From an optimization exercise on the open Yosys and OpenROAD flow, aimed at small area; shortcuts taken in it are not production practice.
At most, simulation tests tie the RTL to the original design; equivalence was not proved.
The RTL of run 2 was laid out without a check of its function.
Power is estimated from default activity; no workload was simulated.

==> flow/design.v <==
module prism_engine (
    input  wire        clk,
    input  wire        rst,
    input  wire        start,
    input  wire        stop,
    input  wire [9:0]  entry,
    input  wire [10:0] len,
    input  wire [15:0] div,
    output reg  [2:0]  state,
    output reg  [3:0]  cause,
    output reg  [2:0]  start_err,
    output wire [9:0]  imem_addr,
    input  wire [31:0] imem_rdata,
    output reg         dmem_re,
    output reg         dmem_we,
    output reg  [7:0]  dmem_addr,
    output reg  [31:0] dmem_wdata,
    input  wire [31:0] dmem_rdata,
    input  wire [63:0] rtime,
    input  wire [7:0]  pin_in,
    output reg  [7:0]  pin_out,
    output reg  [7:0]  pin_oe,
    input  wire        in_valid,
    input  wire [31:0] in_data,
    output wire        in_ready,
    output wire [4:0]  in_level,
    output wire        out_valid,
    output wire [31:0] out_data,
    input  wire        out_ready,
    output wire [4:0]  out_level,
    output reg  [31:0] pub_word,
    output reg  [3:0]  irq
);
    localparam [2:0] ST_STOPPED = 3'd1, ST_RUNNING = 3'd3,
                     ST_HALTED  = 3'd4, ST_FAULTED = 3'd5;
    localparam [5:0] OP_NOP = 6'h00, OP_LDI = 6'h01, OP_LUI = 6'h02,
                     OP_MOV = 6'h03, OP_ADD = 6'h04, OP_SUB = 6'h05,
                     OP_AND = 6'h06, OP_OR  = 6'h07, OP_XOR = 6'h08,
                     OP_SHL = 6'h09, OP_SHR = 6'h0A, OP_SAR = 6'h0B,
                     OP_ADDI = 6'h0C, OP_MUL = 6'h0D, OP_LD = 6'h0E,
                     OP_ST  = 6'h0F, OP_JMP = 6'h10, OP_JCC = 6'h11,
                     OP_DJNZ = 6'h12, OP_CALL = 6'h13, OP_RET = 6'h14,
                     OP_HALT = 6'h15, OP_PDIR = 6'h18, OP_POUT = 6'h19,
                     OP_POUTR = 6'h1A, OP_PIN = 6'h1B, OP_WAITP = 6'h1C,
                     OP_SHIFTO = 6'h1D, OP_SHIFTI = 6'h1E, OP_TIME = 6'h20,
                     OP_WAITT = 6'h22, OP_DELAY = 6'h23, OP_PULL = 6'h24,
                     OP_PUSH = 6'h25, OP_PUB = 6'h26, OP_IRQ = 6'h27;
    reg [31:0] w [0:7];
    reg        fz, fn, fc;
    reg [10:0] pc;
    reg [10:0] len_q;
    reg [10:0] rstack [0:3];
    reg [2:0]  sp;
    reg [5:0]  tk;        
    reg        wlev;      
    reg [63:0] xs;        
    reg [15:0] dq;
    wire running = (state == ST_RUNNING);
    wire tick    = running && (dq >= div);
    wire first   = (tk == 6'd0);
    assign imem_addr = pc[9:0];
    reg [31:0] inq  [0:15];
    reg [31:0] outq [0:15];
    reg [3:0]  in_rd, in_wr, out_rd, out_wr;
    reg [4:0]  in_cnt, out_cnt;
    wire in_empty = (in_cnt == 5'd0);
    wire out_full = out_cnt[4];
    assign in_ready  = !in_cnt[4];
    assign in_level  = in_cnt;
    assign out_valid = (out_cnt != 5'd0);
    reg [31:0] out_head, in_head;
    integer qk;
    always @(*) begin
        out_head = 32'd0;
        in_head  = 32'd0;
        for (qk = 0; qk < 16; qk = qk + 1) begin
            out_head = out_head | (outq[qk] & {32{out_rd == qk[3:0]}});
            in_head  = in_head  | (inq[qk]  & {32{in_rd  == qk[3:0]}});
        end
    end
    assign out_data  = out_head;
    assign out_level = out_cnt;
    wire in_push  = in_valid && !in_cnt[4];
    wire out_pop  = out_valid && out_ready;
    reg  in_pop;       
    reg  out_push;     
    wire [31:0] ir  = imem_rdata;
    wire [5:0]  op  = ir[31:26];
    wire [2:0]  fd  = ir[25:23];
    wire [2:0]  fs  = ir[22:20];
    wire [2:0]  ft  = ir[19:17];
    wire is_add  = (op == OP_ADD);
    wire is_sub  = (op == OP_SUB);
    wire is_addi = (op == OP_ADDI);
    wire is_shl  = (op == OP_SHL);
    wire is_sar  = (op == OP_SAR);
    wire is_mul  = (op == OP_MUL);
    wire is_ld   = (op == OP_LD);
    wire is_st   = (op == OP_ST);
    wire is_djnz = (op == OP_DJNZ);
    wire is_lui  = (op == OP_LUI);
    wire is_waitt = (op == OP_WAITT);
    wire is_shifto = (op == OP_SHIFTO);
    wire is_call = (op == OP_CALL);
    wire is_ret  = (op == OP_RET);
    wire [2:0]  ra = is_djnz ? fd : fs;
    wire [2:0]  rb = (is_st || is_lui) ? fd : is_waitt ? (fs | 3'd1) : ft;
    wire [31:0] va = w[ra];
    wire [31:0] vb = w[rb];
    reg         op_bad;
    reg         zero_bad;
    always @(*) begin
        op_bad   = 1'b0;
        zero_bad = 1'b0;
        case (op)
            OP_NOP, OP_RET, OP_HALT: zero_bad = (ir[25:0] != 26'd0);
            OP_LDI:   zero_bad = (ir[22:20] != 3'd0);
            OP_LUI:   zero_bad = (ir[22:16] != 7'd0);
            OP_MOV:   zero_bad = (ir[19:0] != 20'd0);
            OP_ADD, OP_SUB, OP_AND, OP_OR, OP_XOR, OP_MUL:
                      zero_bad = (ir[16:0] != 17'd0);
            OP_SHL, OP_SHR, OP_SAR:
                      zero_bad = (ir[19:5] != 15'd0);
            OP_ADDI:  zero_bad = (ir[19:17] != 3'd0);
            OP_LD, OP_ST:
                      zero_bad = (ir[19:10] != 10'd0);
            OP_JMP, OP_CALL:
                      zero_bad = (ir[25:10] != 16'd0);
            OP_JCC:   zero_bad = (ir[22:10] != 13'd0) || (ir[25:24] == 2'b11);
            OP_DJNZ:  zero_bad = (ir[22:10] != 13'd0);
            OP_PDIR, OP_POUT:
                      zero_bad = (ir[25:16] != 10'd0);
            OP_POUTR: zero_bad = (ir[25:23] != 3'd0) || (ir[19:16] != 4'd0) || (ir[7:0] != 8'd0);
            OP_PIN:   zero_bad = (ir[22:0] != 23'd0);
            OP_WAITP: zero_bad = (ir[16:0] != 17'd0);
            OP_SHIFTO, OP_SHIFTI:
                      zero_bad = (ir[8:0] != 9'd0) || ir[18];
            OP_TIME:  zero_bad = (ir[22:0] != 23'd0) || ir[23];
            OP_WAITT: zero_bad = (ir[25:23] != 3'd0) || (ir[19:0] != 20'd0) || ir[20];
            OP_DELAY: zero_bad = (ir[25:20] != 6'd0);
            OP_PULL:  zero_bad = (ir[22:1] != 22'd0);
            OP_PUSH:  zero_bad = (ir[25:23] != 3'd0) || (ir[19:1] != 19'd0);
            OP_PUB:   zero_bad = (ir[25:23] != 3'd0) || (ir[19:0] != 20'd0);
            OP_IRQ:   zero_bad = (ir[25:2] != 24'd0);
            default:  op_bad = 1'b1;
        endcase
    end
    wire [31:0] imm17 = {{15{ir[16]}}, ir[16:0]};
    wire [31:0] add_b = is_sub ? ~vb :
                        (is_addi || is_ld || is_st || is_djnz) ? (imm17 | {32{is_djnz}}) :
                        vb;
    wire [32:0] add_y = {1'b0, va} + {1'b0, add_b} + {32'd0, is_sub};
    wire daddr_bad = add_y[32] || (add_y[31:8] != 24'd0);
    wire ill_core = (pc >= len_q) || op_bad || zero_bad ||
                    (is_call && sp[2]) ||
                    (is_ret  && sp == 3'd0);
    wire illegal  = ill_core || ((is_ld || is_st) && daddr_bad);
    function [31:0] rev32(input [31:0] x);
        integer k;
        begin
            for (k = 0; k < 32; k = k + 1) rev32[k] = x[31 - k];
        end
    endfunction
    wire [5:0]  sh_nm1  = ir[18:13];
    wire [2:0]  sh_dpin = ir[22:20];
    wire [2:0]  sh_cpin = ir[12:10];
    wire        sh_msb  = ir[19];
    wire        sh_ck   = ir[9];
    wire [4:0]  sh_bit  = sh_ck ? tk[5:1] : tk[4:0];            
    wire        sh_last = (sh_bit == sh_nm1[4:0]);
    wire [4:0]  sh_idx  = sh_msb ? (sh_nm1[4:0] - sh_bit) : sh_bit;
    wire        sh_half = sh_ck ? tk[0] : 1'b1;                  
    wire [4:0]  shamt  = is_shifto ? sh_idx : ir[4:0];
    wire [31:0] sh_in  = is_shl ? rev32(va) : va;
    wire [63:0] sh_ext = {{32{is_sar & va[31]}}, sh_in};
    wire [63:0] sh_t   = sh_ext >> shamt;
    wire [31:0] sh_y   = is_shl ? rev32(sh_t[31:0]) : sh_t[31:0];
    wire [15:0] mul_b   = first ? vb[15:0] : vb[31:16];
    wire [16:0] mul_acc = first ? 17'd0 : xs[32:16];
    wire [32:0] mul_y   = va * mul_b + mul_acc;
    wire [31:0] mul_lo  = {mul_y[15:0], xs[15:0]};
    reg  [31:0] b_ge;       
    reg         mul_hi;
    integer m;
    always @(*) begin
        b_ge[31] = vb[31];
        for (m = 30; m >= 0; m = m - 1) b_ge[m] = b_ge[m + 1] | vb[m];
        mul_hi = mul_y[16];
        for (m = 1; m < 32; m = m + 1) mul_hi = mul_hi | (va[m] & b_ge[32 - m]);
    end
    reg cond_ok;
    always @(*) begin
        case (ir[25:23])
            3'd0: cond_ok = fz;
            3'd1: cond_ok = !fz;
            3'd2: cond_ok = fn;
            3'd3: cond_ok = !fn;
            3'd4: cond_ok = fc;
            3'd5: cond_ok = !fc;
            default: cond_ok = 1'b0;
        endcase
    end
    wire        is_delay = (op == OP_DELAY);
    wire [31:0] wcnt    = !first ? xs[31:0] : is_delay ? {12'd0, ir[19:0]} : vb;
    wire [31:0] wcnt_n  = wcnt - 32'd1;
    wire        wp_lvl = pin_in[ir[25:23]];
    reg         wp_met;
    always @(*) begin
        case (ir[22:21])
            2'd0: wp_met = !wp_lvl;
            2'd1: wp_met = wp_lvl;
            2'd2: wp_met = !first && !wlev && wp_lvl;
            default: wp_met = !first && wlev && !wp_lvl;
        endcase
    end
    wire wp_timeout = ir[20] && (wcnt == 32'd0);
    wire waitt_done = (rtime >= {vb, va});
    wire        delay_done = (wcnt[31:1] == 31'd0);
    wire        si_bit  = pin_in[sh_dpin];
    wire [31:0] si_base = (sh_bit == 5'd0) ? 32'd0 : xs[31:0];
    wire [31:0] si_next = sh_msb ? {si_base[30:0], si_bit}
                                 : (si_base | ({31'd0, si_bit} << sh_bit));
    reg [31:0] wb;
    reg        c_alu;
    always @(*) begin
        c_alu = 1'b0;
        case (op)
            OP_LDI:   wb = {{12{ir[19]}}, ir[19:0]};
            OP_LUI:   wb = {ir[15:0], vb[15:0]};
            OP_MOV:   wb = va;
            OP_ADD, OP_ADDI, OP_DJNZ:
                      begin wb = add_y[31:0]; c_alu = add_y[32]; end
            OP_SUB:   begin wb = add_y[31:0]; c_alu = !add_y[32]; end
            OP_AND:   wb = va & vb;
            OP_OR:    wb = va | vb;
            OP_XOR:   wb = va ^ vb;
            OP_SHL, OP_SHR, OP_SAR:
                      wb = sh_y;
            OP_MUL:   begin wb = mul_lo; c_alu = mul_hi; end
            OP_LD:    wb = dmem_rdata;
            OP_PIN:   wb = {24'd0, pin_in};
            OP_SHIFTI: wb = si_next;
            OP_TIME:  wb = xs[31:0];
            OP_PULL:  wb = in_empty ? 32'h8000_0000 : in_head;
            default:  wb = 32'd0;
        endcase
    end
    wire wb_zero = (wb == 32'd0);
    integer i;
    always @(*) begin
        dmem_re    = 1'b0;
        dmem_we    = 1'b0;
        dmem_addr  = add_y[7:0];
        dmem_wdata = vb;
        in_pop     = 1'b0;
        out_push   = 1'b0;
        if (tick && !stop && !illegal) begin
            if (is_ld && first) dmem_re = 1'b1;
            if (is_st)          dmem_we = 1'b1;
        end
        if (tick && !stop && !ill_core) begin
            if (op == OP_PULL && !in_empty) in_pop = 1'b1;
            if (op == OP_PUSH && !out_full) out_push = 1'b1;
        end
    end
    reg        exec;       
    reg        cont;       
    reg        wen;        
    reg        wen2;       
    reg        fl_all;     
    reg        fl_c;       
    reg        c_val;
    always @(*) begin
        exec   = tick && !stop && !start && !ill_core;
        cont   = 1'b0;
        wen    = 1'b0;
        wen2   = 1'b0;
        fl_all = 1'b0;
        fl_c   = 1'b0;
        c_val  = c_alu;
        case (op)
            OP_LDI, OP_LUI, OP_MOV, OP_PIN: wen = 1'b1;
            OP_ADD, OP_SUB, OP_AND, OP_OR, OP_XOR,
            OP_SHL, OP_SHR, OP_SAR, OP_ADDI: begin wen = 1'b1; fl_all = 1'b1; end
            OP_MUL:  begin cont = first; wen = !first; fl_all = !first; end
            OP_LD:   begin cont = first; wen = !first; end
            OP_JMP, OP_CALL, OP_RET: cont = first;
            OP_JCC:  cont = first && cond_ok;
            OP_DJNZ: begin cont = first && (va != 32'd1); wen = !cont; end
            OP_WAITP: begin
                cont = !wp_met && !wp_timeout;
                fl_c = !cont;
                c_val = !wp_met;
            end
            OP_SHIFTO: cont = !(sh_half && sh_last);
            OP_SHIFTI: begin cont = !(sh_half && sh_last); wen = !cont; end
            OP_TIME: begin cont = first; wen = !first; wen2 = !first; fl_c = !first; c_val = 1'b0; end
            OP_WAITT: cont = !waitt_done;
            OP_DELAY: cont = !delay_done;
            OP_PULL: begin
                cont = in_empty && ir[0];
                wen = !cont;
                fl_c = !cont;
                c_val = in_empty;
            end
            OP_PUSH: begin
                cont = out_full && ir[0];
                fl_c = !cont;
                c_val = out_full;
            end
            default: ;
        endcase
    end
    wire [31:0] wd_even = wb & {32{!rst}};
    wire [31:0] wd_odd  = (wen2 ? xs[63:32] : wb) & {32{!rst}};
    always @(posedge clk) begin
        for (i = 0; i < 8; i = i + 1) begin
            if (rst || (exec && ((wen && fd == i[2:0]) || (wen2 && (fd | 3'd1) == i[2:0]))))
                w[i] <= i[0] ? wd_odd : wd_even;
        end
    end
    always @(posedge clk) begin
        if (exec && (fl_all || fl_c)) fc <= c_val;
        if (exec && fl_all) begin
            fz <= wb_zero;
            fn <= wb[31];
        end
        if (!stop && start && !running && !(len == 11'd0 || len > 11'd1024 || {1'b0, entry} >= len)) begin
            fz <= 1'b0;
            fn <= 1'b0;
            fc <= 1'b0;
        end
    end
    always @(posedge clk) begin
        if (exec) begin
            if (op == OP_TIME && first) xs <= rtime;
            if (is_mul && first) xs[32:0] <= mul_y;
            if (op == OP_WAITP || op == OP_DELAY) xs[31:0] <= wcnt_n;
            if (op == OP_SHIFTI && sh_half) xs[31:0] <= si_next;
            if (op == OP_WAITP) wlev <= wp_lvl;
        end
    end
    always @(posedge clk) begin
        if (rst) begin
            state     <= ST_STOPPED;
            cause     <= 4'd0;
            start_err <= 3'd0;
            pc        <= 11'd0;
            tk        <= 6'd0;
            pin_out   <= 8'd0;
            pin_oe    <= 8'd0;
            pub_word  <= 32'd0;
            irq       <= 4'd0;
        end else begin
            irq <= 4'd0;
            if (stop) begin
                if (running) begin
                    state <= ST_STOPPED;
                    cause <= 4'd1;
                    tk    <= 6'd0;
                end
            end else if (start) begin
                if (running) begin
                    start_err <= 3'd4;
                end else if (len == 11'd0 || len > 11'd1024 || {1'b0, entry} >= len) begin
                    start_err <= 3'd3;
                end else begin
                    state     <= ST_RUNNING;
                    start_err <= 3'd0;
                    pc        <= {1'b0, entry};
                    pin_oe    <= 8'd0;
                    tk        <= 6'd0;
                end
            end else if (tick) begin
                if (illegal) begin
                    state <= ST_FAULTED;
                    cause <= 4'd4;
                    tk    <= 6'd0;
                end else begin
                    if (cont) begin
                        tk <= (is_shifto || op == OP_SHIFTI) ? tk + 6'd1 : 6'd1;
                    end else begin
                        tk <= 6'd0;
                        pc <= pc + 11'd1;
                    end
                    case (op)
                        OP_JMP, OP_JCC, OP_DJNZ, OP_CALL:
                            if (!cont && !first) pc <= {1'b0, ir[9:0]};
                        OP_RET:
                            if (!first) pc <= rstack[sp[1:0] - 2'd1];
                        OP_HALT: begin
                            pc    <= pc;
                            state <= ST_HALTED;
                            cause <= 4'd2;
                        end
                        OP_PDIR: begin
                            for (i = 0; i < 8; i = i + 1)
                                if (ir[8 + i]) pin_oe[i] <= ir[i];
                        end
                        OP_POUT: begin
                            for (i = 0; i < 8; i = i + 1)
                                if (ir[8 + i]) pin_out[i] <= ir[i];
                        end
                        OP_POUTR: begin
                            for (i = 0; i < 8; i = i + 1)
                                if (ir[8 + i]) pin_out[i] <= va[i];
                        end
                        OP_SHIFTO: begin
                            if (!sh_ck || !tk[0]) pin_out[sh_dpin] <= sh_t[0];
                            if (sh_ck) pin_out[sh_cpin] <= tk[0];
                        end
                        OP_SHIFTI: begin
                            if (sh_ck) pin_out[sh_cpin] <= tk[0];
                        end
                        OP_PUB: pub_word <= va;
                        OP_IRQ: irq[ir[1:0]] <= 1'b1;
                        default: ;
                    endcase
                end
            end
        end
    end
    always @(posedge clk) begin
        if (!stop && start && !running && !(len == 11'd0 || len > 11'd1024 || {1'b0, entry} >= len)) begin
            len_q <= len;
            sp    <= 3'd0;
        end else if (exec && !first) begin
            if (is_call) begin
                rstack[sp[1:0]] <= pc + 11'd1;
                sp <= sp + 3'd1;
            end
            if (is_ret) sp <= sp - 3'd1;
        end
        if (!running || tick) dq <= 16'd1;
        else                  dq <= dq + 16'd1;
    end
    always @(posedge clk) begin
        if (in_push)  inq[in_wr]   <= in_data;
        if (out_push) outq[out_wr] <= va;
    end
    always @(posedge clk) begin
        if (rst) begin
            in_rd   <= 4'd0;
            in_wr   <= 4'd0;
            in_cnt  <= 5'd0;
            out_rd  <= 4'd0;
            out_wr  <= 4'd0;
            out_cnt <= 5'd0;
        end else begin
            if (in_push)  in_wr  <= in_wr + 4'd1;
            if (in_pop)   in_rd  <= in_rd + 4'd1;
            if (out_push) out_wr <= out_wr + 4'd1;
            if (out_pop)  out_rd <= out_rd + 4'd1;
            in_cnt  <= in_cnt  + {4'd0, in_push}  - {4'd0, in_pop};
            out_cnt <= out_cnt + {4'd0, out_push} - {4'd0, out_pop};
        end
    end
endmodule
==> flow/run.sh <==
#!/bin/bash
# synth_recipe.tcl (not shown) runs the flow's synth.tcl, then flattens the netlist and writes it again
# the make line also repeats each setting of config.mk as NAME=value (left out here)
make -C /OpenROAD-flow-scripts/flow DESIGN_CONFIG=/design/flow/config.mk WORK_HOME=/design/flow/orfs CLKGATE_MAP_FILE= SYNTH_SCRIPT=/design/flow/synth_recipe.tcl finish
==> flow/config.mk <==
export PLATFORM = sky130hd
export DESIGN_NAME = prism_engine
export DESIGN_NICKNAME = prism_engine
export VERILOG_FILES = /design/flow/design.v
export SDC_FILE = /design/flow/constraint.sdc
export NUM_CORES = 4
export LEC_CHECK = 0
export ABC_AREA = 1
export CAP_MARGIN = 20
export CORE_MARGIN = 2
export CORE_UTILIZATION = 40
export SLEW_MARGIN = 20
==> flow/constraint.sdc <==
create_clock -name core_clock -period 12.0 [get_ports {clk}]
set_input_delay 2.4000 -clock core_clock [delete_from_list [all_inputs] [get_ports {clk}]]
set_output_delay 2.4000 -clock core_clock [all_outputs]
set_load 0.01 [all_outputs]
==> flow_summary_export.csv, run 1 <==
group,metric,value,unit
status,status,"finished clean",
place,finalWeightedCongestion,1.06,
critical_path,reg2reg_depth,37,
critical_path,rr_endpoint,"fz$_SDFFE_PP0P_",
route,wl_met2,187000,um
logic_synthesis,top_post_synthesis_cells_by_count,"1890 x sky130_fd_sc_hd__nand2_1, 1400 x sky130_fd_sc_hd__edfxtp_1, 1014 x sky130_fd_sc_hd__inv_1",
die,die_area,223000,sq um
die,io_pins,369,
power,power_top_consumer,"combinational logic",
cells_and_area,largestClassByArea,"flip-flops and latches",
logic_synthesis,post_synth_edffs,1400,
cells_and_area,multi_input_combinational_cell_count,5890,
logic_synthesis,synthDominantCellAreaShare,47.9,%
sta,min_period_over_period,96.8,%
grt,global_route_wire_length_before_repair,579000,um
route,drt-met1-wl,158000,um
critical_path,path_depth,49,
route,wire_per_inst,32.8,um
critical_path,regToRegSetupSlack,2170,ps
clocking,clkLatencyLatePin,870,ps
min_path,hp-start,"dq[0]$_SDFF_PP1_",
logic_synthesis,synth-compound-area-share,12.7,%
logic_synthesis,mean_instance_size_in_the_synthesized_netlist,9.85,sq um
power,power.net_switching,8.24,mW
grt,grt_use_met3,8.17,%
route,vias_per_cell,5.93,
power,clock_net_power,5.05,mW
sta,finalClockSkew,66.0,ps
==> run 2, diff against run 1 <==
--- a/flow/design.v
+++ b/flow/design.v
@@ -177,7 +177,8 @@
     wire [31:0] sh_y   = is_shl ? rev32(sh_t[31:0]) : sh_t[31:0];
     wire [15:0] mul_b   = first ? vb[15:0] : vb[31:16];
     wire [16:0] mul_acc = first ? 17'd0 : xs[32:16];
-    wire [32:0] mul_y   = va * mul_b + mul_acc;
+    wire [32:0] mul_y;
+    prism_mul u_mul (.a(va), .b(mul_b), .c(mul_acc), .y(mul_y));
     wire [31:0] mul_lo  = {mul_y[15:0], xs[15:0]};
     reg  [31:0] b_ge;       
     reg         mul_hi;
@@ -456,3 +457,857 @@
         end
     end
 endmodule
+module prism_mul (
+    input  wire [31:0] a,
+    input  wire [15:0] b,
+    input  wire [16:0] c,
+    output wire [32:0] y
+);
+    wire [17:0] bx = {1'b0, b, 1'b0};
+    wire [33:0] ax = {1'b0, a, 1'b0};    
+    wire [7:0]  bn, one, two;
+    wire [32:0] bp0;
+    wire [30:0] bp1;
+    wire [28:0] bp2;
+    wire [26:0] bp3;
+    wire [24:0] bp4;
+    wire [22:0] bp5;
+    wire [20:0] bp6;
+    wire [18:0] bp7;
+    wire [16:0] b8 = a[16:0] & {17{b[15]}};
+    genvar g;
+    generate
+        for (g = 0; g < 8; g = g + 1) begin : enc
+            assign one[g] = bx[2*g+1] ^ bx[2*g];
+            assign two[g] = (bx[2*g+2] & ~bx[2*g+1] & ~bx[2*g]) | (~bx[2*g+2] & bx[2*g+1] & bx[2*g]);
+            assign bn[g] = bx[2*g+2];
+        end
+    endgenerate
+    assign bp0 = (({33{one[0]}} & ax[33:1]) | ({33{two[0]}} & ax[32:0])) ^ {33{bn[0]}};
+    assign bp1 = (({31{one[1]}} & ax[31:1]) | ({31{two[1]}} & ax[30:0])) ^ {31{bn[1]}};
+    assign bp2 = (({29{one[2]}} & ax[29:1]) | ({29{two[2]}} & ax[28:0])) ^ {29{bn[2]}};
+    assign bp3 = (({27{one[3]}} & ax[27:1]) | ({27{two[3]}} & ax[26:0])) ^ {27{bn[3]}};
+    assign bp4 = (({25{one[4]}} & ax[25:1]) | ({25{two[4]}} & ax[24:0])) ^ {25{bn[4]}};
+    assign bp5 = (({23{one[5]}} & ax[23:1]) | ({23{two[5]}} & ax[22:0])) ^ {23{bn[5]}};
+    assign bp6 = (({21{one[6]}} & ax[21:1]) | ({21{two[6]}} & ax[20:0])) ^ {21{bn[6]}};
+    assign bp7 = (({19{one[7]}} & ax[19:1]) | ({19{two[7]}} & ax[18:0])) ^ {19{bn[7]}};
+    wire s1;
+    wire k2;
+    wire s3;
+    wire k4;
+    wire s5;
+    wire k6;
+    wire s7;
+    wire k8;
+    wire s9;
+    wire k10;
+    wire s11;
+    wire k12;
+    wire s13;
+    wire k14;
+    wire s15;
+    wire k16;
+    wire s17;
+    wire k18;
+    wire s19;
+    wire k20;
+    wire s21;
+    wire k22;
+    wire s23;
+    wire k24;
+    wire s25;
+    wire k26;
+    wire s27;
+    wire k28;
+    wire s29;
+    wire k30;
+    wire s31;
+    wire k32;
+    wire s33;
+    wire k34;
+    wire s35;
+    wire k36;
+    wire s37;
+    wire s38;
+    wire k39;
+    wire s40;
+    wire k41;
+    wire s42;
+    wire k43;
+    wire s44;
+    wire k45;
+    wire s46;
+    wire k47;
+    wire s48;
+    wire k49;
+    wire s50;
+    wire k51;
+    wire s52;
+    wire k53;
+    wire s54;
+    wire k55;
+    wire s56;
+    wire k57;
+    wire s58;
+    wire k59;
+    wire s60;
+    wire k61;
+    wire s62;
+    wire k63;
+    wire s64;
+    wire k65;
+    wire s66;
+    wire k67;
+    wire s68;
+    wire k69;
+    wire s70;
+    wire k71;
+    wire s72;
+    wire k73;
+    wire s74;
+    wire k75;
+    wire s76;
+    wire k77;
+    wire s78;
+    wire k79;
+    wire s80;
+    wire k81;
+    wire s82;
+    wire k83;
+    wire s84;
+    wire k85;
+    wire s86;
+    wire k87;
+    wire s88;
+    wire k89;
+    wire s90;
+    wire k91;
+    wire s92;
+    wire k93;
+    wire s94;
+    wire k95;
+    wire s96;
+    wire k97;
+    wire s98;
+    wire k99;
+    wire s100;
+    wire k101;
+    wire s102;
+    wire k103;
+    wire s104;
+    wire k105;
+    wire s106;
+    wire k107;
+    wire s108;
+    wire k109;
+    wire s110;
+    wire k111;
+    wire s112;
+    wire k113;
+    wire s114;
+    wire k115;
+    wire s116;
+    wire k117;
+    wire s118;
+    wire k119;
+    wire s120;
+    wire k121;
+    wire s122;
+    wire k123;
+    wire s124;
+    wire k125;
+    wire s126;
+    wire k127;
+    wire s128;
+    wire k129;
+    wire s130;
+    wire k131;
+    wire s132;
+    wire k133;
+    wire s134;
+    wire k135;
+    wire s136;
+    wire k137;
+    wire s138;
+    wire k139;
+    wire s140;
+    wire k141;
+    wire s142;
+    wire k143;
+    wire s144;
+    wire k145;
+    wire s146;
+    wire k147;
+    wire s148;
+    wire k149;
+    wire s150;
+    wire k151;
+    wire s152;
+    wire k153;
+    wire s154;
+    wire k155;
+    wire s156;
+    wire k157;
+    wire s158;
+    wire k159;
+    wire s160;
+    wire k161;
+    wire s162;
+    wire k163;
+    wire s164;
+    wire k165;
+    wire s166;
+    wire k167;
+    wire s168;
+    wire k169;
+    wire s170;
+    wire s171;
+    wire s172;
+    wire s173;
+    wire k174;
+    wire s175;
+    wire k176;
+    wire s177;
+    wire k178;
+    wire s179;
+    wire k180;
+    wire s181;
+    wire k182;
+    wire s183;
+    wire k184;
+    wire s185;
+    wire k186;
+    wire s187;
+    wire k188;
+    wire s189;
+    wire k190;
+    wire s191;
+    wire k192;
+    wire s193;
+    wire k194;
+    wire s195;
+    wire k196;
+    wire s197;
+    wire k198;
+    wire s199;
+    wire k200;
+    wire s201;
+    wire k202;
+    wire s203;
+    wire k204;
+    wire s205;
+    wire k206;
+    wire s207;
+    wire k208;
+    wire s209;
+    wire k210;
+    wire s211;
+    wire k212;
+    wire s213;
+    wire k214;
+    wire s215;
+    wire k216;
+    wire s217;
+    wire k218;
+    wire s219;
+    wire k220;
+    wire s221;
+    wire k222;
+    wire s223;
+    wire k224;
+    wire s225;
+    wire k226;
+    wire s227;
+    wire k228;
+    wire s229;
+    wire k230;
+    wire s231;
+    wire k232;
+    wire s233;
+    wire k234;
+    wire s235;
+    wire k236;
+    wire s237;
+    wire k238;
+    wire s239;
+    wire k240;
+    wire s241;
+    wire k242;
+    wire s243;
+    wire k244;
+    wire s245;
+    wire k246;
+    wire s247;
+    wire k248;
+    wire s249;
+    wire k250;
+    wire s251;
+    wire k252;
+    wire s253;
+    wire k254;
+    wire s255;
+    wire k256;
+    wire s257;
+    wire k258;
+    wire s259;
+    wire k260;
+    wire s261;
+    wire k262;
+    wire s263;
+    wire k264;
+    wire s265;
+    wire k266;
+    wire s267;
+    wire k268;
+    wire s269;
+    wire k270;
+    wire s271;
+    wire k272;
+    wire s273;
+    wire k274;
+    wire s275;
+    wire k276;
+    wire s277;
+    wire k278;
+    wire s279;
+    wire k280;
+    wire s281;
+    wire s282;
+    wire s283;
+    wire k284;
+    wire s285;
+    wire k286;
+    wire s287;
+    wire k288;
+    wire s289;
+    wire k290;
+    wire s291;
+    wire k292;
+    wire s293;
+    wire k294;
+    wire s295;
+    wire k296;
+    wire s297;
+    wire k298;
+    wire s299;
+    wire k300;
+    wire s301;
+    wire k302;
+    wire s303;
+    wire k304;
+    wire s305;
+    wire k306;
+    wire s307;
+    wire k308;
+    wire s309;
+    wire k310;
+    wire s311;
+    wire k312;
+    wire s313;
+    wire k314;
+    wire s315;
+    wire k316;
+    wire s317;
+    wire k318;
+    wire s319;
+    wire k320;
+    wire s321;
+    wire k322;
+    wire s323;
+    wire k324;
+    wire s325;
+    wire k326;
+    wire s327;
+    wire k328;
+    wire s329;
+    wire k330;
+    wire s331;
+    wire k332;
+    wire s333;
+    wire k334;
+    wire s335;
+    wire k336;
+    wire s337;
+    wire k338;
+    wire s339;
+    wire k340;
+    wire s341;
+    wire k342;
+    wire s343;
+    wire s344;
+    wire k345;
+    wire s346;
+    wire k347;
+    wire s348;
+    wire k349;
+    wire s350;
+    wire k351;
+    wire s352;
+    wire k353;
+    wire s354;
+    wire k355;
+    wire s356;
+    wire k357;
+    wire s358;
+    wire k359;
+    wire s360;
+    wire k361;
+    wire s362;
+    wire k363;
+    wire s364;
+    wire k365;
+    wire s366;
+    wire k367;
+    wire s368;
+    wire k369;
+    wire s370;
+    wire k371;
+    wire s372;
+    wire k373;
+    wire s374;
+    wire k375;
+    wire s376;
+    wire k377;
+    wire s378;
+    wire k379;
+    wire s380;
+    wire k381;
+    wire s382;
+    wire k383;
+    wire s384;
+    wire k385;
+    wire s386;
+    wire k387;
+    wire s388;
+    wire k389;
+    wire s390;
+    wire k391;
+    wire s392;
+    wire k393;
+    wire s394;
+    wire k395;
+    wire s396;
+    wire k397;
+    wire s398;
+    wire k399;
+    wire s400;
+    wire k401;
+    wire s402;
+    wire k403;
+    wire s404;
+    wire k405;
+    wire s406;
+    wire k407;
+    wire s408;
+    assign s1 = bp0[14] ^ bp1[12];
+    assign k2 = bp0[14] & bp1[12];
+    assign s3 = bp0[15] ^ bp1[13];
+    assign k4 = bp0[15] & bp1[13];
+    assign s5 = bp0[16] ^ bp1[14] ^ bp2[12];
+    assign k6 = (bp0[16] & bp1[14]) | (bp0[16] & bp2[12]) | (bp1[14] & bp2[12]);
+    assign s7 = bp0[17] ^ bp1[15];
+    assign k8 = bp0[17] & bp1[15];
+    assign s9 = bp0[18] ^ bp1[16];
+    assign k10 = bp0[18] & bp1[16];
+    assign s11 = bp0[19] ^ bp1[17];
+    assign k12 = bp0[19] & bp1[17];
+    assign s13 = bp0[20] ^ bp1[18];
+    assign k14 = bp0[20] & bp1[18];
+    assign s15 = bp0[21] ^ bp1[19];
+    assign k16 = bp0[21] & bp1[19];
+    assign s17 = bp0[22] ^ bp1[20];
+    assign k18 = bp0[22] & bp1[20];
+    assign s19 = bp0[23] ^ bp1[21];
+    assign k20 = bp0[23] & bp1[21];
+    assign s21 = bp0[24] ^ bp1[22];
+    assign k22 = bp0[24] & bp1[22];
+    assign s23 = bp0[25] ^ bp1[23];
+    assign k24 = bp0[25] & bp1[23];
+    assign s25 = bp0[26] ^ bp1[24];
+    assign k26 = bp0[26] & bp1[24];
+    assign s27 = bp0[27] ^ bp1[25];
+    assign k28 = bp0[27] & bp1[25];
+    assign s29 = bp0[28] ^ bp1[26];
+    assign k30 = bp0[28] & bp1[26];
+    assign s31 = bp0[29] ^ bp1[27];
+    assign k32 = bp0[29] & bp1[27];
+    assign s33 = bp0[30] ^ bp1[28];
+    assign k34 = bp0[30] & bp1[28];
+    assign s35 = bp0[31] ^ bp1[29];
+    assign k36 = bp0[31] & bp1[29];
+    assign s37 = bp0[32] ^ bp1[30];
+    assign s38 = bp0[8] ^ bp1[6];
+    assign k39 = bp0[8] & bp1[6];
+    assign s40 = bp0[9] ^ bp1[7];
+    assign k41 = bp0[9] & bp1[7];
+    assign s42 = bp0[10] ^ bp1[8] ^ bp2[6];
+    assign k43 = (bp0[10] & bp1[8]) | (bp0[10] & bp2[6]) | (bp1[8] & bp2[6]);
+    assign s44 = bp3[4] ^ bp4[2];
+    assign k45 = bp3[4] & bp4[2];
+    assign s46 = bp0[11] ^ bp1[9] ^ bp2[7];
+    assign k47 = (bp0[11] & bp1[9]) | (bp0[11] & bp2[7]) | (bp1[9] & bp2[7]);
+    assign s48 = bp3[5] ^ bp4[3];
+    assign k49 = bp3[5] & bp4[3];
+    assign s50 = bp0[12] ^ bp1[10] ^ bp2[8];
+    assign k51 = (bp0[12] & bp1[10]) | (bp0[12] & bp2[8]) | (bp1[10] & bp2[8]);
+    assign s52 = bp3[6] ^ bp4[4] ^ bp5[2];
+    assign k53 = (bp3[6] & bp4[4]) | (bp3[6] & bp5[2]) | (bp4[4] & bp5[2]);
+    assign s54 = bp6[0] ^ bn[6];
+    assign k55 = bp6[0] & bn[6];
+    assign s56 = bp0[13] ^ bp1[11] ^ bp2[9];
+    assign k57 = (bp0[13] & bp1[11]) | (bp0[13] & bp2[9]) | (bp1[11] & bp2[9]);
+    assign s58 = bp3[7] ^ bp4[5] ^ bp5[3];
+    assign k59 = (bp3[7] & bp4[5]) | (bp3[7] & bp5[3]) | (bp4[5] & bp5[3]);
+    assign s60 = bp6[1] ^ c[13];
+    assign k61 = bp6[1] & c[13];
+    assign s62 = s1 ^ bp2[10] ^ bp3[8];
+    assign k63 = (s1 & bp2[10]) | (s1 & bp3[8]) | (bp2[10] & bp3[8]);
+    assign s64 = bp4[6] ^ bp5[4] ^ bp6[2];
+    assign k65 = (bp4[6] & bp5[4]) | (bp4[6] & bp6[2]) | (bp5[4] & bp6[2]);
+    assign s66 = bp7[0] ^ bn[7] ^ c[14];
+    assign k67 = (bp7[0] & bn[7]) | (bp7[0] & c[14]) | (bn[7] & c[14]);
+    assign s68 = k2 ^ s3 ^ bp2[11];
+    assign k69 = (k2 & s3) | (k2 & bp2[11]) | (s3 & bp2[11]);
+    assign s70 = bp3[9] ^ bp4[7] ^ bp5[5];
+    assign k71 = (bp3[9] & bp4[7]) | (bp3[9] & bp5[5]) | (bp4[7] & bp5[5]);
+    assign s72 = bp6[3] ^ bp7[1] ^ c[15];
+    assign k73 = (bp6[3] & bp7[1]) | (bp6[3] & c[15]) | (bp7[1] & c[15]);
+    assign s74 = k4 ^ s5 ^ bp3[10];
+    assign k75 = (k4 & s5) | (k4 & bp3[10]) | (s5 & bp3[10]);
+    assign s76 = bp4[8] ^ bp5[6] ^ bp6[4];
+    assign k77 = (bp4[8] & bp5[6]) | (bp4[8] & bp6[4]) | (bp5[6] & bp6[4]);
+    assign s78 = bp7[2] ^ b8[0] ^ c[16];
+    assign k79 = (bp7[2] & b8[0]) | (bp7[2] & c[16]) | (b8[0] & c[16]);
+    assign s80 = k6 ^ s7 ^ bp2[13];
+    assign k81 = (k6 & s7) | (k6 & bp2[13]) | (s7 & bp2[13]);
+    assign s82 = bp3[11] ^ bp4[9] ^ bp5[7];
+    assign k83 = (bp3[11] & bp4[9]) | (bp3[11] & bp5[7]) | (bp4[9] & bp5[7]);
+    assign s84 = bp6[5] ^ bp7[3] ^ b8[1];
+    assign k85 = (bp6[5] & bp7[3]) | (bp6[5] & b8[1]) | (bp7[3] & b8[1]);
+    assign s86 = k8 ^ s9 ^ bp2[14];
+    assign k87 = (k8 & s9) | (k8 & bp2[14]) | (s9 & bp2[14]);
+    assign s88 = bp3[12] ^ bp4[10] ^ bp5[8];
+    assign k89 = (bp3[12] & bp4[10]) | (bp3[12] & bp5[8]) | (bp4[10] & bp5[8]);
+    assign s90 = bp6[6] ^ bp7[4] ^ b8[2];
+    assign k91 = (bp6[6] & bp7[4]) | (bp6[6] & b8[2]) | (bp7[4] & b8[2]);
+    assign s92 = k10 ^ s11 ^ bp2[15];
+    assign k93 = (k10 & s11) | (k10 & bp2[15]) | (s11 & bp2[15]);
+    assign s94 = bp3[13] ^ bp4[11] ^ bp5[9];
+    assign k95 = (bp3[13] & bp4[11]) | (bp3[13] & bp5[9]) | (bp4[11] & bp5[9]);
+    assign s96 = bp6[7] ^ bp7[5] ^ b8[3];
+    assign k97 = (bp6[7] & bp7[5]) | (bp6[7] & b8[3]) | (bp7[5] & b8[3]);
+    assign s98 = k12 ^ s13 ^ bp2[16];
+    assign k99 = (k12 & s13) | (k12 & bp2[16]) | (s13 & bp2[16]);
+    assign s100 = bp3[14] ^ bp4[12] ^ bp5[10];
+    assign k101 = (bp3[14] & bp4[12]) | (bp3[14] & bp5[10]) | (bp4[12] & bp5[10]);
+    assign s102 = bp6[8] ^ bp7[6] ^ b8[4];
+    assign k103 = (bp6[8] & bp7[6]) | (bp6[8] & b8[4]) | (bp7[6] & b8[4]);
+    assign s104 = k14 ^ s15 ^ bp2[17];
+    assign k105 = (k14 & s15) | (k14 & bp2[17]) | (s15 & bp2[17]);
+    assign s106 = bp3[15] ^ bp4[13] ^ bp5[11];
+    assign k107 = (bp3[15] & bp4[13]) | (bp3[15] & bp5[11]) | (bp4[13] & bp5[11]);
+    assign s108 = bp6[9] ^ bp7[7] ^ b8[5];
+    assign k109 = (bp6[9] & bp7[7]) | (bp6[9] & b8[5]) | (bp7[7] & b8[5]);
+    assign s110 = k16 ^ s17 ^ bp2[18];
+    assign k111 = (k16 & s17) | (k16 & bp2[18]) | (s17 & bp2[18]);
+    assign s112 = bp3[16] ^ bp4[14] ^ bp5[12];
+    assign k113 = (bp3[16] & bp4[14]) | (bp3[16] & bp5[12]) | (bp4[14] & bp5[12]);
+    assign s114 = bp6[10] ^ bp7[8] ^ b8[6];
+    assign k115 = (bp6[10] & bp7[8]) | (bp6[10] & b8[6]) | (bp7[8] & b8[6]);
+    assign s116 = k18 ^ s19 ^ bp2[19];
+    assign k117 = (k18 & s19) | (k18 & bp2[19]) | (s19 & bp2[19]);
+    assign s118 = bp3[17] ^ bp4[15] ^ bp5[13];
+    assign k119 = (bp3[17] & bp4[15]) | (bp3[17] & bp5[13]) | (bp4[15] & bp5[13]);
+    assign s120 = bp6[11] ^ bp7[9] ^ b8[7];
+    assign k121 = (bp6[11] & bp7[9]) | (bp6[11] & b8[7]) | (bp7[9] & b8[7]);
+    assign s122 = k20 ^ s21 ^ bp2[20];
+    assign k123 = (k20 & s21) | (k20 & bp2[20]) | (s21 & bp2[20]);
+    assign s124 = bp3[18] ^ bp4[16] ^ bp5[14];
+    assign k125 = (bp3[18] & bp4[16]) | (bp3[18] & bp5[14]) | (bp4[16] & bp5[14]);
+    assign s126 = bp6[12] ^ bp7[10] ^ b8[8];
+    assign k127 = (bp6[12] & bp7[10]) | (bp6[12] & b8[8]) | (bp7[10] & b8[8]);
+    assign s128 = k22 ^ s23 ^ bp2[21];
+    assign k129 = (k22 & s23) | (k22 & bp2[21]) | (s23 & bp2[21]);
+    assign s130 = bp3[19] ^ bp4[17] ^ bp5[15];
+    assign k131 = (bp3[19] & bp4[17]) | (bp3[19] & bp5[15]) | (bp4[17] & bp5[15]);
+    assign s132 = bp6[13] ^ bp7[11] ^ b8[9];
+    assign k133 = (bp6[13] & bp7[11]) | (bp6[13] & b8[9]) | (bp7[11] & b8[9]);
+    assign s134 = k24 ^ s25 ^ bp2[22];
+    assign k135 = (k24 & s25) | (k24 & bp2[22]) | (s25 & bp2[22]);
+    assign s136 = bp3[20] ^ bp4[18] ^ bp5[16];
+    assign k137 = (bp3[20] & bp4[18]) | (bp3[20] & bp5[16]) | (bp4[18] & bp5[16]);
+    assign s138 = bp6[14] ^ bp7[12] ^ b8[10];
+    assign k139 = (bp6[14] & bp7[12]) | (bp6[14] & b8[10]) | (bp7[12] & b8[10]);
+    assign s140 = k26 ^ s27 ^ bp2[23];
+    assign k141 = (k26 & s27) | (k26 & bp2[23]) | (s27 & bp2[23]);
+    assign s142 = bp3[21] ^ bp4[19] ^ bp5[17];
+    assign k143 = (bp3[21] & bp4[19]) | (bp3[21] & bp5[17]) | (bp4[19] & bp5[17]);
+    assign s144 = bp6[15] ^ bp7[13] ^ b8[11];
+    assign k145 = (bp6[15] & bp7[13]) | (bp6[15] & b8[11]) | (bp7[13] & b8[11]);
+    assign s146 = k28 ^ s29 ^ bp2[24];
+    assign k147 = (k28 & s29) | (k28 & bp2[24]) | (s29 & bp2[24]);
+    assign s148 = bp3[22] ^ bp4[20] ^ bp5[18];
+    assign k149 = (bp3[22] & bp4[20]) | (bp3[22] & bp5[18]) | (bp4[20] & bp5[18]);
+    assign s150 = bp6[16] ^ bp7[14] ^ b8[12];
+    assign k151 = (bp6[16] & bp7[14]) | (bp6[16] & b8[12]) | (bp7[14] & b8[12]);
+    assign s152 = k30 ^ s31 ^ bp2[25];
+    assign k153 = (k30 & s31) | (k30 & bp2[25]) | (s31 & bp2[25]);
+    assign s154 = bp3[23] ^ bp4[21] ^ bp5[19];
+    assign k155 = (bp3[23] & bp4[21]) | (bp3[23] & bp5[19]) | (bp4[21] & bp5[19]);
+    assign s156 = bp6[17] ^ bp7[15] ^ b8[13];
+    assign k157 = (bp6[17] & bp7[15]) | (bp6[17] & b8[13]) | (bp7[15] & b8[13]);
+    assign s158 = k32 ^ s33 ^ bp2[26];
+    assign k159 = (k32 & s33) | (k32 & bp2[26]) | (s33 & bp2[26]);
+    assign s160 = bp3[24] ^ bp4[22] ^ bp5[20];
+    assign k161 = (bp3[24] & bp4[22]) | (bp3[24] & bp5[20]) | (bp4[22] & bp5[20]);
+    assign s162 = bp6[18] ^ bp7[16] ^ b8[14];
+    assign k163 = (bp6[18] & bp7[16]) | (bp6[18] & b8[14]) | (bp7[16] & b8[14]);
+    assign s164 = k34 ^ s35 ^ bp2[27];
+    assign k165 = (k34 & s35) | (k34 & bp2[27]) | (s35 & bp2[27]);
+    assign s166 = bp3[25] ^ bp4[23] ^ bp5[21];
+    assign k167 = (bp3[25] & bp4[23]) | (bp3[25] & bp5[21]) | (bp4[23] & bp5[21]);
+    assign s168 = bp6[19] ^ bp7[17] ^ b8[15];
+    assign k169 = (bp6[19] & bp7[17]) | (bp6[19] & b8[15]) | (bp7[17] & b8[15]);
+    assign s170 = k36 ^ s37 ^ bp2[28];
+    assign s171 = bp3[26] ^ bp4[24] ^ bp5[22];
+    assign s172 = bp6[20] ^ bp7[18] ^ b8[16];
+    assign s173 = bp0[4] ^ bp1[2];
+    assign k174 = bp0[4] & bp1[2];
+    assign s175 = bp0[5] ^ bp1[3];
+    assign k176 = bp0[5] & bp1[3];
+    assign s177 = bp0[6] ^ bp1[4] ^ bp2[2];
+    assign k178 = (bp0[6] & bp1[4]) | (bp0[6] & bp2[2]) | (bp1[4] & bp2[2]);
+    assign s179 = bp3[0] ^ bn[3];
+    assign k180 = bp3[0] & bn[3];
+    assign s181 = bp0[7] ^ bp1[5] ^ bp2[3];
+    assign k182 = (bp0[7] & bp1[5]) | (bp0[7] & bp2[3]) | (bp1[5] & bp2[3]);
+    assign s183 = bp3[1] ^ c[7];
+    assign k184 = bp3[1] & c[7];
+    assign s185 = s38 ^ bp2[4] ^ bp3[2];
+    assign k186 = (s38 & bp2[4]) | (s38 & bp3[2]) | (bp2[4] & bp3[2]);
+    assign s187 = bp4[0] ^ bn[4] ^ c[8];
+    assign k188 = (bp4[0] & bn[4]) | (bp4[0] & c[8]) | (bn[4] & c[8]);
+    assign s189 = k39 ^ s40 ^ bp2[5];
+    assign k190 = (k39 & s40) | (k39 & bp2[5]) | (s40 & bp2[5]);
+    assign s191 = bp3[3] ^ bp4[1] ^ c[9];
+    assign k192 = (bp3[3] & bp4[1]) | (bp3[3] & c[9]) | (bp4[1] & c[9]);
+    assign s193 = k41 ^ s42 ^ s44;
+    assign k194 = (k41 & s42) | (k41 & s44) | (s42 & s44);
+    assign s195 = bp5[0] ^ bn[5] ^ c[10];
+    assign k196 = (bp5[0] & bn[5]) | (bp5[0] & c[10]) | (bn[5] & c[10]);
+    assign s197 = k43 ^ k45 ^ s46;
+    assign k198 = (k43 & k45) | (k43 & s46) | (k45 & s46);
+    assign s199 = s48 ^ bp5[1] ^ c[11];
+    assign k200 = (s48 & bp5[1]) | (s48 & c[11]) | (bp5[1] & c[11]);
+    assign s201 = k47 ^ k49 ^ s50;
+    assign k202 = (k47 & k49) | (k47 & s50) | (k49 & s50);
+    assign s203 = s52 ^ s54 ^ c[12];
+    assign k204 = (s52 & s54) | (s52 & c[12]) | (s54 & c[12]);
+    assign s205 = k51 ^ k53 ^ k55;
+    assign k206 = (k51 & k53) | (k51 & k55) | (k53 & k55);
+    assign s207 = s56 ^ s58 ^ s60;
+    assign k208 = (s56 & s58) | (s56 & s60) | (s58 & s60);
+    assign s209 = k57 ^ k59 ^ k61;
+    assign k210 = (k57 & k59) | (k57 & k61) | (k59 & k61);
+    assign s211 = s62 ^ s64 ^ s66;
+    assign k212 = (s62 & s64) | (s62 & s66) | (s64 & s66);
+    assign s213 = k63 ^ k65 ^ k67;
+    assign k214 = (k63 & k65) | (k63 & k67) | (k65 & k67);
+    assign s215 = s68 ^ s70 ^ s72;
+    assign k216 = (s68 & s70) | (s68 & s72) | (s70 & s72);
+    assign s217 = k69 ^ k71 ^ k73;
+    assign k218 = (k69 & k71) | (k69 & k73) | (k71 & k73);
+    assign s219 = s74 ^ s76 ^ s78;
+    assign k220 = (s74 & s76) | (s74 & s78) | (s76 & s78);
+    assign s221 = k75 ^ k77 ^ k79;
+    assign k222 = (k75 & k77) | (k75 & k79) | (k77 & k79);
+    assign s223 = s80 ^ s82 ^ s84;
+    assign k224 = (s80 & s82) | (s80 & s84) | (s82 & s84);
+    assign s225 = k81 ^ k83 ^ k85;
+    assign k226 = (k81 & k83) | (k81 & k85) | (k83 & k85);
+    assign s227 = s86 ^ s88 ^ s90;
+    assign k228 = (s86 & s88) | (s86 & s90) | (s88 & s90);
+    assign s229 = k87 ^ k89 ^ k91;
+    assign k230 = (k87 & k89) | (k87 & k91) | (k89 & k91);
+    assign s231 = s92 ^ s94 ^ s96;
+    assign k232 = (s92 & s94) | (s92 & s96) | (s94 & s96);
+    assign s233 = k93 ^ k95 ^ k97;
+    assign k234 = (k93 & k95) | (k93 & k97) | (k95 & k97);
+    assign s235 = s98 ^ s100 ^ s102;
+    assign k236 = (s98 & s100) | (s98 & s102) | (s100 & s102);
+    assign s237 = k99 ^ k101 ^ k103;
+    assign k238 = (k99 & k101) | (k99 & k103) | (k101 & k103);
+    assign s239 = s104 ^ s106 ^ s108;
+    assign k240 = (s104 & s106) | (s104 & s108) | (s106 & s108);
+    assign s241 = k105 ^ k107 ^ k109;
+    assign k242 = (k105 & k107) | (k105 & k109) | (k107 & k109);
+    assign s243 = s110 ^ s112 ^ s114;
+    assign k244 = (s110 & s112) | (s110 & s114) | (s112 & s114);
+    assign s245 = k111 ^ k113 ^ k115;
+    assign k246 = (k111 & k113) | (k111 & k115) | (k113 & k115);
+    assign s247 = s116 ^ s118 ^ s120;
+    assign k248 = (s116 & s118) | (s116 & s120) | (s118 & s120);
+    assign s249 = k117 ^ k119 ^ k121;
+    assign k250 = (k117 & k119) | (k117 & k121) | (k119 & k121);
+    assign s251 = s122 ^ s124 ^ s126;
+    assign k252 = (s122 & s124) | (s122 & s126) | (s124 & s126);
+    assign s253 = k123 ^ k125 ^ k127;
+    assign k254 = (k123 & k125) | (k123 & k127) | (k125 & k127);
+    assign s255 = s128 ^ s130 ^ s132;
+    assign k256 = (s128 & s130) | (s128 & s132) | (s130 & s132);
+    assign s257 = k129 ^ k131 ^ k133;
+    assign k258 = (k129 & k131) | (k129 & k133) | (k131 & k133);
+    assign s259 = s134 ^ s136 ^ s138;
+    assign k260 = (s134 & s136) | (s134 & s138) | (s136 & s138);
+    assign s261 = k135 ^ k137 ^ k139;
+    assign k262 = (k135 & k137) | (k135 & k139) | (k137 & k139);
+    assign s263 = s140 ^ s142 ^ s144;
+    assign k264 = (s140 & s142) | (s140 & s144) | (s142 & s144);
+    assign s265 = k141 ^ k143 ^ k145;
+    assign k266 = (k141 & k143) | (k141 & k145) | (k143 & k145);
+    assign s267 = s146 ^ s148 ^ s150;
+    assign k268 = (s146 & s148) | (s146 & s150) | (s148 & s150);
+    assign s269 = k147 ^ k149 ^ k151;
+    assign k270 = (k147 & k149) | (k147 & k151) | (k149 & k151);
+    assign s271 = s152 ^ s154 ^ s156;
+    assign k272 = (s152 & s154) | (s152 & s156) | (s154 & s156);
+    assign s273 = k153 ^ k155 ^ k157;
+    assign k274 = (k153 & k155) | (k153 & k157) | (k155 & k157);
+    assign s275 = s158 ^ s160 ^ s162;
+    assign k276 = (s158 & s160) | (s158 & s162) | (s160 & s162);
+    assign s277 = k159 ^ k161 ^ k163;
+    assign k278 = (k159 & k161) | (k159 & k163) | (k161 & k163);
+    assign s279 = s164 ^ s166 ^ s168;
+    assign k280 = (s164 & s166) | (s164 & s168) | (s166 & s168);
+    assign s281 = k165 ^ k167 ^ k169;
+    assign s282 = s170 ^ s171 ^ s172;
+    assign s283 = bp0[2] ^ bp1[0];
+    assign k284 = bp0[2] & bp1[0];
+    assign s285 = bp0[3] ^ bp1[1];
+    assign k286 = bp0[3] & bp1[1];
+    assign s287 = s173 ^ bp2[0] ^ bn[2];
+    assign k288 = (s173 & bp2[0]) | (s173 & bn[2]) | (bp2[0] & bn[2]);
+    assign s289 = k174 ^ s175 ^ bp2[1];
+    assign k290 = (k174 & s175) | (k174 & bp2[1]) | (s175 & bp2[1]);
+    assign s291 = k176 ^ s177 ^ s179;
+    assign k292 = (k176 & s177) | (k176 & s179) | (s177 & s179);
+    assign s293 = k178 ^ k180 ^ s181;
+    assign k294 = (k178 & k180) | (k178 & s181) | (k180 & s181);
+    assign s295 = k182 ^ k184 ^ s185;
+    assign k296 = (k182 & k184) | (k182 & s185) | (k184 & s185);
+    assign s297 = k186 ^ k188 ^ s189;
+    assign k298 = (k186 & k188) | (k186 & s189) | (k188 & s189);
+    assign s299 = k190 ^ k192 ^ s193;
+    assign k300 = (k190 & k192) | (k190 & s193) | (k192 & s193);
+    assign s301 = k194 ^ k196 ^ s197;
+    assign k302 = (k194 & k196) | (k194 & s197) | (k196 & s197);
+    assign s303 = k198 ^ k200 ^ s201;
+    assign k304 = (k198 & k200) | (k198 & s201) | (k200 & s201);
+    assign s305 = k202 ^ k204 ^ s205;
+    assign k306 = (k202 & k204) | (k202 & s205) | (k204 & s205);
+    assign s307 = k206 ^ k208 ^ s209;
+    assign k308 = (k206 & k208) | (k206 & s209) | (k208 & s209);
+    assign s309 = k210 ^ k212 ^ s213;
+    assign k310 = (k210 & k212) | (k210 & s213) | (k212 & s213);
+    assign s311 = k214 ^ k216 ^ s217;
+    assign k312 = (k214 & k216) | (k214 & s217) | (k216 & s217);
+    assign s313 = k218 ^ k220 ^ s221;
+    assign k314 = (k218 & k220) | (k218 & s221) | (k220 & s221);
+    assign s315 = k222 ^ k224 ^ s225;
+    assign k316 = (k222 & k224) | (k222 & s225) | (k224 & s225);
+    assign s317 = k226 ^ k228 ^ s229;
+    assign k318 = (k226 & k228) | (k226 & s229) | (k228 & s229);
+    assign s319 = k230 ^ k232 ^ s233;
+    assign k320 = (k230 & k232) | (k230 & s233) | (k232 & s233);
+    assign s321 = k234 ^ k236 ^ s237;
+    assign k322 = (k234 & k236) | (k234 & s237) | (k236 & s237);
+    assign s323 = k238 ^ k240 ^ s241;
+    assign k324 = (k238 & k240) | (k238 & s241) | (k240 & s241);
+    assign s325 = k242 ^ k244 ^ s245;
+    assign k326 = (k242 & k244) | (k242 & s245) | (k244 & s245);
+    assign s327 = k246 ^ k248 ^ s249;
+    assign k328 = (k246 & k248) | (k246 & s249) | (k248 & s249);
+    assign s329 = k250 ^ k252 ^ s253;
+    assign k330 = (k250 & k252) | (k250 & s253) | (k252 & s253);
+    assign s331 = k254 ^ k256 ^ s257;
+    assign k332 = (k254 & k256) | (k254 & s257) | (k256 & s257);
+    assign s333 = k258 ^ k260 ^ s261;
+    assign k334 = (k258 & k260) | (k258 & s261) | (k260 & s261);
+    assign s335 = k262 ^ k264 ^ s265;
+    assign k336 = (k262 & k264) | (k262 & s265) | (k264 & s265);
+    assign s337 = k266 ^ k268 ^ s269;
+    assign k338 = (k266 & k268) | (k266 & s269) | (k268 & s269);
+    assign s339 = k270 ^ k272 ^ s273;
+    assign k340 = (k270 & k272) | (k270 & s273) | (k272 & s273);
+    assign s341 = k274 ^ k276 ^ s277;
+    assign k342 = (k274 & k276) | (k274 & s277) | (k276 & s277);
+    assign s343 = k278 ^ k280 ^ s281;
+    assign s344 = bp0[0] ^ bn[0];
+    assign k345 = bp0[0] & bn[0];
+    assign s346 = bp0[1] ^ c[1];
+    assign k347 = bp0[1] & c[1];
+    assign s348 = s283 ^ bn[1] ^ c[2];
+    assign k349 = (s283 & bn[1]) | (s283 & c[2]) | (bn[1] & c[2]);
+    assign s350 = k284 ^ s285 ^ c[3];
+    assign k351 = (k284 & s285) | (k284 & c[3]) | (s285 & c[3]);
+    assign s352 = k286 ^ s287 ^ c[4];
+    assign k353 = (k286 & s287) | (k286 & c[4]) | (s287 & c[4]);
+    assign s354 = k288 ^ s289 ^ c[5];
+    assign k355 = (k288 & s289) | (k288 & c[5]) | (s289 & c[5]);
+    assign s356 = k290 ^ s291 ^ c[6];
+    assign k357 = (k290 & s291) | (k290 & c[6]) | (s291 & c[6]);
+    assign s358 = k292 ^ s293 ^ s183;
+    assign k359 = (k292 & s293) | (k292 & s183) | (s293 & s183);
+    assign s360 = k294 ^ s295 ^ s187;
+    assign k361 = (k294 & s295) | (k294 & s187) | (s295 & s187);
+    assign s362 = k296 ^ s297 ^ s191;
+    assign k363 = (k296 & s297) | (k296 & s191) | (s297 & s191);
+    assign s364 = k298 ^ s299 ^ s195;
+    assign k365 = (k298 & s299) | (k298 & s195) | (s299 & s195);
+    assign s366 = k300 ^ s301 ^ s199;
+    assign k367 = (k300 & s301) | (k300 & s199) | (s301 & s199);
+    assign s368 = k302 ^ s303 ^ s203;
+    assign k369 = (k302 & s303) | (k302 & s203) | (s303 & s203);
+    assign s370 = k304 ^ s305 ^ s207;
+    assign k371 = (k304 & s305) | (k304 & s207) | (s305 & s207);
+    assign s372 = k306 ^ s307 ^ s211;
+    assign k373 = (k306 & s307) | (k306 & s211) | (s307 & s211);
+    assign s374 = k308 ^ s309 ^ s215;
+    assign k375 = (k308 & s309) | (k308 & s215) | (s309 & s215);
+    assign s376 = k310 ^ s311 ^ s219;
+    assign k377 = (k310 & s311) | (k310 & s219) | (s311 & s219);
+    assign s378 = k312 ^ s313 ^ s223;
+    assign k379 = (k312 & s313) | (k312 & s223) | (s313 & s223);
+    assign s380 = k314 ^ s315 ^ s227;
+    assign k381 = (k314 & s315) | (k314 & s227) | (s315 & s227);
+    assign s382 = k316 ^ s317 ^ s231;
+    assign k383 = (k316 & s317) | (k316 & s231) | (s317 & s231);
+    assign s384 = k318 ^ s319 ^ s235;
+    assign k385 = (k318 & s319) | (k318 & s235) | (s319 & s235);
+    assign s386 = k320 ^ s321 ^ s239;
+    assign k387 = (k320 & s321) | (k320 & s239) | (s321 & s239);
+    assign s388 = k322 ^ s323 ^ s243;
+    assign k389 = (k322 & s323) | (k322 & s243) | (s323 & s243);
+    assign s390 = k324 ^ s325 ^ s247;
+    assign k391 = (k324 & s325) | (k324 & s247) | (s325 & s247);
+    assign s392 = k326 ^ s327 ^ s251;
+    assign k393 = (k326 & s327) | (k326 & s251) | (s327 & s251);
+    assign s394 = k328 ^ s329 ^ s255;
+    assign k395 = (k328 & s329) | (k328 & s255) | (s329 & s255);
+    assign s396 = k330 ^ s331 ^ s259;
+    assign k397 = (k330 & s331) | (k330 & s259) | (s331 & s259);
+    assign s398 = k332 ^ s333 ^ s263;
+    assign k399 = (k332 & s333) | (k332 & s263) | (s333 & s263);
+    assign s400 = k334 ^ s335 ^ s267;
+    assign k401 = (k334 & s335) | (k334 & s267) | (s335 & s267);
+    assign s402 = k336 ^ s337 ^ s271;
+    assign k403 = (k336 & s337) | (k336 & s271) | (s337 & s271);
+    assign s404 = k338 ^ s339 ^ s275;
+    assign k405 = (k338 & s339) | (k338 & s275) | (s339 & s275);
+    assign s406 = k340 ^ s341 ^ s279;
+    assign k407 = (k340 & s341) | (k340 & s279) | (s341 & s279);
+    assign s408 = k342 ^ s343 ^ s282;
+    wire [32:0] r0 = {k407, k405, k403, k401, k399, k397, k395, k393, k391, k389, k387, k385, k383, k381, k379, k377, k375, k373, k371, k369, k367, k365, k363, k361, k359, k357, k355, k353, k351, k349, k347, k345, s344};
+    wire [32:0] r1 = {s408, s406, s404, s402, s400, s398, s396, s394, s392, s390, s388, s386, s384, s382, s380, s378, s376, s374, s372, s370, s368, s366, s364, s362, s360, s358, s356, s354, s352, s350, s348, s346, c[0]};
+    assign y = r0 + r1;
+endmodule
--- a/flow/config.mk
+++ b/flow/config.mk
@@ -8,5 +8,7 @@
 export ABC_AREA = 1
 export CAP_MARGIN = 20
 export CORE_MARGIN = 2
-export CORE_UTILIZATION = 40
+export CORE_UTILIZATION = 55
+export CTS_BUF_LIST = sky130_fd_sc_hd__clkbuf_8
+export GPL_TIMING_DRIVEN = 0
 export SLEW_MARGIN = 20
==> run 2 against run 1 <==
Now fails the layout checks on negative setup slack. Utilization increased by 16 points. Maximum frequency is 3.2% lower. Sequential share of layout area rose by 2.1 points. Sequential cell count unchanged. Combinational power is 120% higher. Critical path depth is 4 lower. Clock-buffer cell count grew 31. Worst hold slack better by 10 ps. Largest cell class unchanged.
==> flow_summary_export.csv, run 2 <==
group,metric,value,unit
sta,timing.slew.headroom,13.8,%
sta,achievable-frequency,0.0833,GHz
grt,grt_overflow,0,
sta,total_negative_setup_slacks,-4.75,ps
logic_synthesis,mean_instance_size_in_the_synthesized_netlist,9.84,sq um
status,status,"finished with violations",
sta,grt_setup_unrepaired,"true",
critical_path,worstReg2RegStart,"tk[0]$_SDFFE_PP0P_",
critical_path,setup.worst_path.end_class,"flop",
critical_path,critical_path_arrival,12670,ps
clocking,clockBufferDepth,3,
route,detail_route.first_pass.iterations,12,
flow_run,max_cap_viols,0,
grt,global_route_wire_length_before_repair,564000,um
die,design.core.area,156000,sq um
route,vias_per_cell,6.89,
place,port-buffer-count,358,
cells_and_area,most_common_cell_after_layout_fill_and_taps_aside,"sky130_fd_sc_hd__nand2_1",
critical_path,critical-path-top-cell-by-count,"sky130_fd_sc_hd__inv_1",
clocking,tritoncts_buffers,235,
critical_path,crit_type,"input pin to flop",
logic_synthesis,synth_area_leader_cell,"sky130_fd_sc_hd__edfxtp_1",
logic_synthesis,synthArstFlopShare,0,%
critical_path,startpoint_type,"input pin",
place,finalWeightedCongestion,1.13,
logic_synthesis,synth_flop_cell,"sky130_fd_sc_hd__edfxtp_1",
clocking,path_clk_slew,70,ps
clocking,clkSinkCount,1525,
sta,min_period_over_period,100,%
route,final_wirelength,412000,um
clocking,clock_tree.htree_level_count,4,
grt,pin_count_of_the_biggest_net_entering_global_routing,28,
logic_synthesis,postSynthCellCount,8733,
sta,worstMarginPinSlew,1260,ps
critical_path,cpPeakStageDelay,590,ps
cells_and_area,layout.cells.most_common_list,"1892 x sky130_fd_sc_hd__nand2_1, 1400 x sky130_fd_sc_hd__edfxtp_1, 820 x sky130_fd_sc_hd__inv_1",
logic_synthesis,synthTopCellsByArea,"sky130_fd_sc_hd__edfxtp_1 49%, sky130_fd_sc_hd__nand2_1 8.3%, sky130_fd_sc_hd__ha_1 4.5%, sky130_fd_sc_hd__fa_1 4.0%, sky130_fd_sc_hd__inv_1 3.3%",
clocking,root_buffer,"sky130_fd_sc_hd__clkbuf_8",
sta,finalClockSkew,125,ps
logic_synthesis,synthDominantCellAreaShare,48.9,%
min_path,timing.hold.worst.class,"flop to flop",
logic_synthesis,ys_seq_elements,1525,
min_path,whs_path_depth,1,
logic_synthesis,post_synth_edffs,1400,
logic_synthesis,netlist_area,85900,sq um
min_path,hp-start,"dq[0]$_SDFF_PP1_",
grt,antenna_found_initial,37,
place,place_ws,-3390,ps
sta,layout_min_cycle_time,12000,ps
critical_path,regToRegSetupSlack,280,ps
cells_and_area,fillers,11900,
logic_synthesis,number_of_different_library_cells_in_the_post_synthesis_netlist,90,
sta,post-route-worst-setup-slack,-4.75,ps
die,io_pins,369,
sta,final_max_slew_viol_count,0,
min_path,timing.hold.worst_endpoint,"dq[0]$_SDFF_PP1_",
cells_and_area,areaGrowthSynthToFinish,16.5,%
cells_and_area,final_layout_size_suffix_gt1_share,10.1,%
route,drt_iter0_markers,14700,
logic_synthesis,synth_most_common_cell,"sky130_fd_sc_hd__nand2_1",
route,wire_per_inst,35.1,um
die,dieWidth,399,um
critical_path,crit_fanout,11,
critical_path,rr_endpoint,"xs[32]$_DFFE_PP_",
grt,via_count_of_the_first_global_routing_pass,75600,
route,postRouteAntennaNets,0,
power,p_total,31.4,mW
place,place.detailed.hpwl,304000,um
grt,total_routing_usage_gr,50.6,%
power,leakage_power,38.4,nW
logic_synthesis,synth_nets,9421,
cells_and_area,num-nets-final,10200,
power,vdd_ir_drop_max,1.00,mV
clocking,cts_tree,"yes",
die,floorplan.die.height,399,um
status,violatedChecks,"negative setup slack",
cells_and_area,reg_top3,"inq x512, outq x512, w x256",
sta,hold_viol_final,0,
die,rows,145,
route,remaining_drc_errors,0,
die,die_area,159000,sq um
die,floorplan.initialDensity,55.2,%
clocking,clkLatencyLatePin,1060,ps
power,power-per-cell-area,313,nW/um^2
sta,setup-violations-final,1,
critical_path,reg2reg_depth,40,
route,vias_post_dr,80900,
critical_path,worst-endpoint-required,12660,ps
logic_synthesis,ys_seq_area_share,51.8,%
logic_synthesis,top_post_synthesis_cells_by_count,"1906 x sky130_fd_sc_hd__nand2_1, 1400 x sky130_fd_sc_hd__edfxtp_1, 766 x sky130_fd_sc_hd__inv_1",
logic_synthesis,yosysWarningCount,2,
critical_path,timing.critical_path.slowest_stage_cell,"sky130_fd_sc_hd__fa_1",
[run 2: power breakdown]
part	total (mW)	switching (mW)	internal [mW]	leakage, nW
Combinational	20.9	14.3	6.54	21.8
Clock	4.33	2.23	2.11	2.59
Sequential	6.14	0.101	6.04	14.0
Total	31.4	16.7	14.7	38.4
[run 2: worst max path at each step]
stage                             endpoint           start  slack, ps
final                     xs[32]$_DFFE_PP_  imem_rdata[28]         -5
after global routing      xs[32]$_DFFE_PP_  imem_rdata[26]        -50
after detailed placement  xs[32]$_DFFE_PP_  imem_rdata[28]      -3390
after global placement     fz$_SDFFE_PP0P_  imem_rdata[30]      -4180
after floorplan           xs[32]$_DFFE_PP_  imem_rdata[28]       1290
after CTS                 xs[32]$_DFFE_PP_  imem_rdata[31]         20
[run 2: final cells by class]
cell class,instances,area (sq um),area share (%)
antenna,21,52.6,0.0525
multi-input combinational,5918,37300,37.2
clock buffer,240,3300,3.30
sequential,1525,44500,44.5
timing repair buffer,503,5670,5.66
buffer,446,2200,2.19
timing repair inverter,3,15.0,0.0150
clock inverter,184,1260,1.26
inverter,838,3250,3.24
tap,2058,2570,2.57
[run 2: layer usage]
layer	part of all wire (%)	global-route usage, %
met3	15	18.8
met4	10	39.9
met2	41	72.3
met5	0.056	0.0908
met1	34	61.7
[run 2: cells by family after synthesis]
kind of cell / share of synthesized area (%)
mux: 0.128
flops: 51.8
compound gates: 14.4
other cells: 0.00436
buf+inv: 5.95
simple gates: 16.3
fa+ha+maj: 8.44
xor+xnor: 2.94
[run 2: stage by stage]
step,cells,hold slack [ps],utilization [%],area (sq um)
global route,11700,459,64.3,100000
global placement,11100,412,59.2,92100
floorplan,8733,395,-,85900
CTS,11700,441,64.1,99700
detailed placement,11200,418,60.5,94100
finish,11700,439,64.3,100000
[run 2: critical path, delay by kind of cell]
kind	cells	cell delay (ps)
buf+inv	14	3000
compound gates	11	2510
fa+ha+maj	5	2570
simple gates	11	1150
xor+xnor	4	980
[run 2: repair_timing]
action | 4_1_cts | 5_1_grt
hold buffers | 0 | 0
gates resized for setup | 204 | 69
buffers inserted | 37 | 29
endpoints found under the setup margin | 100 | 7
pin swaps | 20 | 23
gates cloned | 5 | 0

Setup slack of run 2, layout unchanged: -0.005 ns with ideal ports, -0.028 ns with driving cells assumed (clock clkbuf_16, inputs buf_2), -1.036 ns with port delays also shifted by the 1.095 ns mid clock arrival.
